This is an optimization exercise on Yosys and OpenROAD, whose aim is small area, a short achievable clock period and few clock cycles per item, not a production implementation.
At most, simulation tests tie the RTL to the original design; equivalence was not proved.

Setup of the reference run:
==> flow/design.v <==
module sc_mulx #(parameter integer K = 1) (
    input  wire [15:0] a,
    output reg  [15:0] y
);
    integer i;
    always @* begin
        y = a;
        if (K >= 0) begin
            for (i = 0; i < K; i = i + 1)
                y = {y[14:0], 1'b0} ^ (y[15] ? 16'h100B : 16'h0000);
        end else begin
            for (i = 0; i < -K; i = i + 1)
                y = {1'b0, y[15:1]} ^ (y[0] ? 16'h8805 : 16'h0000);
        end
    end
endmodule
module sc_nstep (
    input  wire [127:0] c,
    input  wire [15:0]  f,
    input  wire         nb,
    output wire [127:0] n
);
    assign n[15:0] = c[15:0] ^ f;
    genvar k;
    generate
        for (k = 1; k < 7; k = k + 1) begin : g_k
            wire [15:0] m;
            sc_mulx #(.K(k)) u_m (.a(c[16*k +: 16]), .y(m));
            assign n[16*k +: 16] = m ^ (nb ? c[16*(k-1) +: 16] : 16'h0000);
        end
    endgenerate
    sc_mulx #(.K(7)) u_m7 (.a(c[127:112] ^ (nb ? c[111:96] : 16'h0000)), .y(n[127:112]));
endmodule
module sc_encoder (
    input  wire         clk,
    input  wire         step,      
    input  wire         first,     
    input  wire [63:0]  sym4,
    output reg  [127:0] state
);
    wire [127:0] a0 = state;
    wire [127:0] a1, a2, a3, a4;
    wire [127:0] b1, b2, b3, b4;
    sc_nstep u_a1 (.c(a0), .f(16'h0000), .nb(1'b1), .n(a1));
    sc_nstep u_a2 (.c(a1), .f(16'h0000), .nb(1'b1), .n(a2));
    sc_nstep u_a3 (.c(a2), .f(16'h0000), .nb(1'b1), .n(a3));
    sc_nstep u_a4 (.c(a3), .f(16'h0000), .nb(1'b1), .n(a4));
    sc_nstep u_b1 (.c(128'd0), .f(sym4[15:0]),  .nb(1'b1), .n(b1));
    sc_nstep u_b2 (.c(b1),     .f(sym4[31:16]), .nb(1'b1), .n(b2));
    sc_nstep u_b3 (.c(b2),     .f(sym4[47:32]), .nb(1'b1), .n(b3));
    sc_nstep u_b4 (.c(b3),     .f(sym4[63:48]), .nb(1'b1), .n(b4));
    always @(posedge clk)
        if (step)
            state <= (first ? 128'd0 : a4) ^ b4;
endmodule
module sc_syndrome (
    input  wire         clk,
    input  wire         load,       
    input  wire [127:0] din,
    input  wire         pad,        
    input  wire [15:0]  sym,
    input  wire         conv,       
    input  wire [5:0]   act,
    input  wire         eval,       
    output reg  [127:0] p,
    output wire [15:0]  sum         
);
    wire [127:0] ps;
    sc_nstep u_ps (.c(p), .f(pad ? sym : 16'h0000), .nb(pad), .n(ps));
    wire [127:0] pc;
    genvar i;
    generate
        for (i = 0; i < 8; i = i + 1) begin : g_c
            wire [15:0] up = (i < 7) ? p[16*(i+1) +: 16] : 16'h0000;
            wire [15:0] xa, za, ya;
            sc_mulx #(.K(1))     u_x (.a(p[16*i +: 16]), .y(xa));
            assign za = xa ^ up;
            sc_mulx #(.K(5 - i)) u_y (.a(za), .y(ya));
            if (i < 6) begin : g_in
                wire [15:0] yi;
                sc_mulx #(.K(-(i + 1))) u_i (.a(p[16*i +: 16]), .y(yi));
                assign pc[16*i +: 16] = act[i] ? ya : yi;
            end else begin : g_act
                assign pc[16*i +: 16] = ya;
            end
        end
    endgenerate
    assign sum = p[15:0] ^ p[31:16] ^ p[47:32] ^ p[63:48] ^
                 p[79:64] ^ p[95:80] ^ p[111:96] ^ p[127:112];
    always @(posedge clk) begin
        if (load)
            p <= din;
        else if (conv)
            p <= pc;
        else
            p <= ps;
    end
endmodule
module sector_check (
    input  wire         clk,
    input  wire         rst,
    input  wire         in_valid,
    output wire         in_ready,
    input  wire [63:0]  in_data,
    input  wire         in_mode,
    output reg          out_valid,
    input  wire         out_ready,
    output reg  [127:0] out_data,
    output reg          out_zero
);
    reg  [5:0] bc;         
    reg        tmode;      
    reg        efull;      
    reg        irdy;
    reg        first_r;    
    reg        msg_r;      
    reg        b32_r, b33_r, b34_r;
    reg  [4:0] fc;         
    reg        fmode;      
    reg        free_r;     
    reg        pad_r, conv_r, eval_r, copy_r, fin_r;
    reg        hand_r;     
    reg  [5:0] act_r;
    assign in_ready = irdy;
    wire in_fire  = in_valid && irdy;
    wire cur_mode = first_r ? in_mode : tmode;
    wire last     = b34_r || (b32_r && !cur_mode);
    wire handoff  = hand_r;
    wire [127:0] est;
    sc_encoder u_eng (
        .clk(clk), .step(in_fire && msg_r), .first(first_r),
        .sym4(in_data), .state(est)
    );
    wire [127:0] p;
    wire [15:0]  s;
    sc_syndrome u_fin (
        .clk(clk), .load(handoff), .din(est),
        .pad(pad_r), .sym(fmode ? out_data[15:0] : 16'h0000),
        .conv(conv_r), .act(act_r), .eval(eval_r),
        .p(p), .sum(s)
    );
    wire [63:0] rev_in = {in_data[15:0], in_data[31:16], in_data[47:32], in_data[63:48]};
    wire [5:0] bc_n    = in_fire ? (last ? 6'd0 : bc + 6'd1) : bc;
    wire       efull_n = (efull && !handoff) || (in_fire && b32_r);
    wire [4:0] fc_n    = handoff ? 5'd1 :
                         (fc == 5'd0 || fin_r) ? 5'd0 : fc + 5'd1;
    wire       fmode_n = handoff ? tmode : fmode;
    wire       ov_n    = fin_r || (out_valid && !out_ready);
    wire       free_n  = (fc_n == 5'd0) && !ov_n;
    wire       hand_n  = efull_n && !handoff &&
                         (tmode ? (in_fire && b34_r) : free_n);
    always @(posedge clk) begin
        if (rst) begin
            bc        <= 6'd0;
            efull     <= 1'b0;
            irdy      <= 1'b1;
            fc        <= 5'd0;
            out_valid <= 1'b0;
            free_r    <= 1'b1;
            hand_r    <= 1'b0;
            first_r   <= 1'b1;
            msg_r     <= 1'b1;
            b32_r     <= 1'b0;
            b33_r     <= 1'b0;
            b34_r     <= 1'b0;
            pad_r     <= 1'b0;
            conv_r    <= 1'b0;
            eval_r    <= 1'b0;
            copy_r    <= 1'b0;
            fin_r     <= 1'b0;
        end else begin
            bc        <= bc_n;
            efull     <= efull_n;
            irdy      <= !efull_n || free_n;
            fc        <= fc_n;
            out_valid <= ov_n;
            free_r    <= free_n;
            hand_r    <= hand_n;
            first_r   <= (bc_n == 6'd0);
            msg_r     <= (bc_n < 6'd33);
            b32_r     <= (bc_n == 6'd32);
            b33_r     <= (bc_n == 6'd33);
            b34_r     <= (bc_n == 6'd34);
            pad_r     <= (fc_n != 5'd0) && (fc_n <= 5'd8);
            conv_r    <= (fc_n >= 5'd9) && (fc_n <= 5'd15);
            eval_r    <= fmode_n && (fc_n >= 5'd16);
            copy_r    <= !fmode_n && (fc_n == 5'd16);
            fin_r     <= (!fmode_n && fc_n == 5'd16) || (fc_n == 5'd23);
        end
    end
    integer i;
    always @(posedge clk) begin
        if (in_fire && first_r)
            tmode <= in_mode;
        fmode <= fmode_n;
        for (i = 0; i < 6; i = i + 1)
            act_r[i] <= (fc_n >= 5'd15 - i);
    end
    always @(posedge clk) begin
        if (in_fire && b33_r)
            out_data[127:64] <= rev_in;
        else if (in_fire && b34_r)
            out_data[63:0] <= rev_in;
        else if (copy_r)
            out_data <= p;
        else if ((pad_r && fmode) || eval_r)
            out_data <= {s, out_data[127:16]};
    end
    always @(posedge clk) begin
        if (copy_r)
            out_zero <= (p == 128'd0);
        else if (eval_r)
            out_zero <= (fc == 5'd16 || out_zero) && (s == 16'h0000);
    end
endmodule
clock: 10.0 ns
lec_check: 0
cap_margin: 20
core_margin: 2
core_utilization: 40
setup_slack_margin: 5
slew_margin: 20
standard.sh (not shown) runs the stock make flow with config.mk's settings and CLKGATE_MAP_FILE= SYNTH_SCRIPT=/design/flow/synth_recipe.tcl, a recipe that flattens the netlist after the stock synthesis.
==> flow/flow/run.sh <==
#!/bin/bash
set -euo pipefail
bash standard.sh finish SETUP_SLACK_MARGIN=7 > orfs_flow.log 2>&1
Changes in the trial run relative to the reference run:
--- a/flow/design.v
+++ b/flow/design.v
@@ -15,5 +15,5 @@
     end
 endmodule
-module sc_nstep (
+module sc_nstep #(parameter SCALED7 = 1) (
     input  wire [127:0] c,
     input  wire [15:0]  f,
@@ -30,5 +30,13 @@
         end
     endgenerate
-    sc_mulx #(.K(7)) u_m7 (.a(c[127:112] ^ (nb ? c[111:96] : 16'h0000)), .y(n[127:112]));
+    generate
+        if (SCALED7) begin : g_s7
+            sc_mulx #(.K(7)) u_m7 (.a(c[127:112] ^ (nb ? c[111:96] : 16'h0000)), .y(n[127:112]));
+        end else begin : g_p7
+            wire [15:0] m7;
+            sc_mulx #(.K(7)) u_m7 (.a(c[127:112]), .y(m7));
+            assign n[127:112] = m7 ^ (nb ? c[111:96] : 16'h0000);
+        end
+    endgenerate
 endmodule
 module sc_encoder (
@@ -42,15 +50,16 @@
     wire [127:0] a1, a2, a3, a4;
     wire [127:0] b1, b2, b3, b4;
-    sc_nstep u_a1 (.c(a0), .f(16'h0000), .nb(1'b1), .n(a1));
-    sc_nstep u_a2 (.c(a1), .f(16'h0000), .nb(1'b1), .n(a2));
-    sc_nstep u_a3 (.c(a2), .f(16'h0000), .nb(1'b1), .n(a3));
-    sc_nstep u_a4 (.c(a3), .f(16'h0000), .nb(1'b1), .n(a4));
-    sc_nstep u_b1 (.c(128'd0), .f(sym4[15:0]),  .nb(1'b1), .n(b1));
-    sc_nstep u_b2 (.c(b1),     .f(sym4[31:16]), .nb(1'b1), .n(b2));
-    sc_nstep u_b3 (.c(b2),     .f(sym4[47:32]), .nb(1'b1), .n(b3));
-    sc_nstep u_b4 (.c(b3),     .f(sym4[63:48]), .nb(1'b1), .n(b4));
+    sc_nstep #(.SCALED7(0)) u_a1 (.c(a0), .f(16'h0000), .nb(1'b1), .n(a1));
+    wire [127:0] a1g = first ? 128'd0 : a1;
+    sc_nstep #(.SCALED7(0)) u_a2 (.c(a1g), .f(16'h0000), .nb(1'b1), .n(a2));
+    sc_nstep #(.SCALED7(0)) u_a3 (.c(a2), .f(16'h0000), .nb(1'b1), .n(a3));
+    sc_nstep #(.SCALED7(0)) u_a4 (.c(a3), .f(16'h0000), .nb(1'b1), .n(a4));
+    sc_nstep #(.SCALED7(0)) u_b1 (.c(128'd0), .f(sym4[15:0]),  .nb(1'b1), .n(b1));
+    sc_nstep #(.SCALED7(0)) u_b2 (.c(b1),     .f(sym4[31:16]), .nb(1'b1), .n(b2));
+    sc_nstep #(.SCALED7(0)) u_b3 (.c(b2),     .f(sym4[47:32]), .nb(1'b1), .n(b3));
+    sc_nstep #(.SCALED7(0)) u_b4 (.c(b3),     .f(sym4[63:48]), .nb(1'b1), .n(b4));
     always @(posedge clk)
         if (step)
-            state <= (first ? 128'd0 : a4) ^ b4;
+            state <= a4 ^ b4;
 endmodule
 module sc_syndrome (
@@ -132,8 +141,10 @@
         .sym4(in_data), .state(est)
     );
+    wire [15:0] e7;
+    sc_mulx #(.K(7)) u_e7 (.a(est[127:112]), .y(e7));
     wire [127:0] p;
     wire [15:0]  s;
     sc_syndrome u_fin (
-        .clk(clk), .load(handoff), .din(est),
+        .clk(clk), .load(handoff), .din({e7, est[111:0]}),
         .pad(pad_r), .sym(fmode ? out_data[15:0] : 16'h0000),
         .conv(conv_r), .act(act_r), .eval(eval_r),
Notes after the runs:
The trial run finished every stage and its layout cleared the timing, design-rule and antenna checks. Diff the reference run -> the trial run | number of instances resized during post-cts repair | decrease of 8. For clock insertion delay at the later pin of the skew report, the trial run and the reference run come out practically identical. The trial run vs the reference run on worst clock skew on the final layout: the trial run is the lower one. When the final numbers for the reference run and the trial run were put side by side, the sequential share of cell area turned out to be greater in the trial run. Horizontal die dimension went down slightly going from the reference run to the trial run. Comparing the reference run and the trial run, the higher logic depth of the worst setup path including buffers was measured on the reference run. Comparing the reference run against the trial run, there is no change at all in remaining number of nets flagged by the antenna check after routing.
Testbench counts of the trial run, summed over its fixed seeds: cycles 11,038, items 320.
For the reference run, only the layout was checked, not whether the RTL still works.

## re-timing with driven ports
No port has a modelled driver above. Below, the same layouts with a new extraction and two added sets of constraints.
Step 1 assumes that a clkbuf_16 drives the clock port and a buf_2 every other input.
Step 2 moves the port delays by t, midway between the first and last clock arrival at a register: inputs arrive t later, outputs are due t later. That takes back most of the time a late clock gives input paths.
a / b / c = no drivers / after step 1 / after step 2; a / b = the first two.
run | t (ns) | setup slack, ns | hold WS [ns] | pins driven straight from the clock port
the reference run | 0.678 | 6.441 / 6.441 / 6.306 | 0.529 / 0.529 / 0.529 | 1
the trial run | 0.694 | 6.532 / 6.464 / 6.270 | 0.454 / 0.454 / 0.454 | 1
After both steps every run listed still meets setup and hold. For the trial run, which loses most, drivers alone change the setup slack by -0.068 ns; drivers and shift together by -0.262 ns.
